Context: an optimization exercise on an open-source flow, tuned for small area, a short achievable clock period and few clock cycles. The choices shown serve that exercise and are no tape-out recipe. RTL that was checked went through simulation tests only; none was proved equivalent to the original.

Setup of run 1:
## cmd_rx_check
module cmd_rx_check (
    input  wire         clk,
    input  wire         rst,           
    input  wire         in_valid,
    output wire         in_ready,
    input  wire [63:0]  in_data,
    input  wire         in_last,
    input  wire [3:0]   in_nbytes,     
    output reg          out_valid,
    output wire [2:0]   out_kind,
    output wire [7:0]   out_status,
    output wire [127:0] out_hdr
);
export LEC_CHECK = 0
export CAP_MARGIN = 20
export CORE_MARGIN = 2
export CORE_UTILIZATION = 40
export PLACE_DENSITY = 0.6
export SLEW_MARGIN = 20
export SYNTH_HIERARCHICAL = 1
export SYNTH_MINIMUM_KEEP_SIZE = 0
create_clock -name core_clock -period 11.0 [get_ports {clk}]
standard.sh (not shown) runs the stock make flow with config.mk's settings and CLKGATE_MAP_FILE= SYNTH_SCRIPT=/design/flow/synth_recipe.tcl, a recipe that flattens the netlist after the stock synthesis.
==> flow/flow/run.sh <==
#!/bin/bash
set -euo pipefail
MARGIN=$(cat flow/margin.txt)
bash standard.sh synth > synth.log 2>&1
bash standard.sh SETUP_SLACK_MARGIN=$MARGIN \
    "BUFFER_PORTS_ARGS=-buffer_cell sky130_fd_sc_hd__buf_2" finish > layout.log 2>&1
==> flow/flow/margin.txt <==
7.0
No stage failed in run 1, and the final checks on the layout all came back clean.
### run 1 -> run 2
==> flow/flow/margin.txt <==
6.5
[summary]
Run 2 finished end to end and its layout was clean on timing, DRC and antenna. Post-cts sizing count went down by more than half going from run 1 to run 2. The cell with the biggest individual delay on the critical path comes out sky130_fd_sc_hd__xor2_1 in one run and sky130_fd_sc_hd__dfxtp_2 in the other, namely in run 2 and run 1 respectively. Summary of run 2 over run 1: clock period minus worst slack higher.
Input-level comparison between run 3 and run 2:
==> flow/flow/margin.txt <==
7.6
Results
From run 2 to run 3, average cell area after synthesis did not move at all. [compare] base=run 2 new=run 3: count of routing violations after the opening detailed-route iteration saw an increase, fraction of area in registers saw a decrease, data arrival time at the worst-slack endpoint saw a decrease. Between run 2 and run 3, required time of the critical path is higher for run 3, run 2 comes in under that.
No run of this note included a check of the RTL's function; only the layout flow was run.

========
Another version of the RTL of cmd_rx_check (not shown whole).
Size: roughly 1700 cells after synthesis, roughly 380 flip-flops, roughly 210 I/O pins, about 0.018 mm2 of cells after synthesis.
Settings: LEC_CHECK=0, CAP_MARGIN=20, CORE_MARGIN=2, CORE_UTILIZATION=40, CTS_CLUSTER_DIAMETER=110, CTS_CLUSTER_SIZE=22, PLACE_DENSITY=0.6, SLEW_MARGIN=20, SYNTH_HIERARCHICAL=1, SYNTH_MINIMUM_KEEP_SIZE=0; clock period 11.0 ns.
==> flow/flow/margin.txt <==
7.6
Scripts as last shown in full above: flow/flow/run.sh
Testbench counts at the start, summed over its fixed seeds: cycles 87,214.
Then changed:
==> flow/flow/margin.txt (replaced) <==
7.5
--- a/flow/config.mk
+++ b/flow/config.mk
@@ -6,9 +6,10 @@
 export NUM_CORES = 4
 export LEC_CHECK = 0
+export ABC_AREA = 1
 export CAP_MARGIN = 20
 export CORE_MARGIN = 2
 export CORE_UTILIZATION = 40
-export CTS_CLUSTER_DIAMETER = 110
-export CTS_CLUSTER_SIZE = 22
+export CTS_CLUSTER_DIAMETER = 120
+export CTS_CLUSTER_SIZE = 25
 export PLACE_DENSITY = 0.6
 export SLEW_MARGIN = 20
=> Worst setup slack gets worse by 56 ps; wire length came out higher by 27%; area after synthesis came out higher by 32%.
Then changed:
==> flow/flow/run.sh (replaced) <==
#!/bin/bash
set -euo pipefail
MARGIN=$(cat flow/margin.txt)
bash standard.sh synth > synth.log 2>&1
bash standard.sh SETUP_SLACK_MARGIN=$MARGIN \
    "BUFFER_PORTS_ARGS=-buffer_cell sky130_fd_sc_hd__buf_1" finish > layout.log 2>&1
--- a/flow/config.mk
+++ b/flow/config.mk
@@ -6,5 +6,4 @@
 export NUM_CORES = 4
 export LEC_CHECK = 0
-export ABC_AREA = 1
 export CAP_MARGIN = 20
 export CORE_MARGIN = 2
Effect: The new run ran to the end with no violations. Setup slack is better by 21 ps. Routed wire length drops by a quarter to a third. Final cell count drops by well over a third. Fmax climbs slightly. First-iteration DRC count drops by well over a third. Sequential share of layout area climbs by 9.7 points. Design area drops by a quarter to a third. Worst hold slack is worse by 9.3 ps. Count of clock-buffer cells in the layout drops by 2. Via count drops by well over a third.

========
Another version of the RTL of cmd_rx_check (not shown whole).
Size: ~1800 cells after synthesis, roughly 210 I/O pins, about 20000 um^2 of cells after synthesis.
// cmd_rx_check
module cmd_rx_check (
    input  wire         clk,
    input  wire         rst,           
    input  wire         in_valid,
    output wire         in_ready,
    input  wire [63:0]  in_data,
    input  wire         in_last,
    input  wire [3:0]   in_nbytes,     
    output reg          out_valid,
    output wire [2:0]   out_kind,
    output wire [7:0]   out_status,
    output wire [127:0] out_hdr
);
make LEC_CHECK=0 ABC_CLOCK_PERIOD_IN_PS=3000 CAP_MARGIN=20 CORE_MARGIN=2 CORE_UTILIZATION=40 PLACE_DENSITY=0.6 SLEW_MARGIN=20 finish   # period 11.0 ns
run.sh (not shown) runs the stock make flow with config.mk's settings and CLKGATE_MAP_FILE= SYNTH_SCRIPT=/design/flow/synth_recipe.tcl, a recipe that flattens the netlist after the stock synthesis.
Stock flow here: none of the scripts above is used.
Testbench counts at the start, summed over its fixed seeds: cycles 87,206.
Then changed:
==> flow/flow/run.sh (new file) <==
#!/bin/bash
# Standard synthesis and layout; the only change is that repair_timing aims
# for SETUP_SLACK_MARGIN ns of setup slack at the design's own clock period
# (the SDC is unchanged), so that the achieved period is pushed lower.
set -euo pipefail
MARGIN=$(cat flow/margin.txt)
bash standard.sh synth > synth.log 2>&1
bash standard.sh SETUP_SLACK_MARGIN=$MARGIN finish > layout.log 2>&1
==> flow/flow/margin.txt (new file) <==
7
==> flow/standard.sh (new file) <==
#!/bin/bash
# synth_recipe.tcl (not shown) runs the flow's synth.tcl, then flattens the netlist and writes it again
# the make line also repeats each setting of config.mk as NAME=value (left out here)
make -C /OpenROAD-flow-scripts/flow DESIGN_CONFIG=/design/flow/config.mk WORK_HOME=/design/flow/orfs CLKGATE_MAP_FILE= SYNTH_SCRIPT=/design/flow/synth_recipe.tcl "${@:-finish}"
ABC_CLOCK_PERIOD_IN_PS = default   (was 3000)
removed: flow/run.sh
The new run finished clean.
Worst setup slack gains 0.81 ns.
Global-route usage rose by 0.85 points.
Utilization rose by 2.6 points.
Maximum frequency rose by 20%.
Synthesized area is unchanged.
Non-clock buffer count rose by 58.
Routed wire length rose by 3.5%.

## static timing again, ports no longer ideal
The results above use ideal ports. As a check the final layouts listed here were re-extracted and re-timed, cells and wires unchanged.
Step 1 (the two cells are an assumption about what drives the block):
set clk [get_ports {clk}]
set_driving_cell -lib_cell sky130_fd_sc_hd__clkbuf_16 $clk
set_driving_cell -lib_cell sky130_fd_sc_hd__buf_2 [delete_from_list [all_inputs] $clk]
Step 2 adds t to the input delays and takes it off the output delays; t is the mean of the earliest and latest rising clock arrival at the registers after step 1. Input paths then give back, and output paths get back, about the clock's delay inside the block.
a / b / c = ideal / step 1 / step 2; a / b = the first two.
| run | t (ns) | setup WS [ns] | worst data-port slew with drivers (ns) |
|---|---|---|---|
| run 1 | 0.605 | 7.010 / 7.010 / 7.010 | 0.05 |
| run 2 | 0.593 | 6.580 / 6.580 / 6.580 | 0.05 |
| run 3 | 0.597 | 7.085 / 7.085 / 7.085 | 0.05 |
| the first run of note 2 | 0.588 | 7.604 / 7.589 / 7.339 | 0.08 |
| the second run of note 2 | 0.597 | 7.548 / 7.491 / 7.212 | 0.11 |
| the third run of note 2 | 0.590 | 7.569 / 7.512 / 7.232 | 0.08 |
| the first run of note 3 | 0.606 | 6.140 / 6.140 / 6.140 | 0.05 |
| the second run of note 3 | 0.593 | 6.949 / 6.895 / 6.726 | 0.05 |
After both steps setup and hold are still met in every run listed. For the third run of note 2, which loses most, drivers alone change the setup slack by -0.057 ns; drivers and shift together by -0.337 ns.
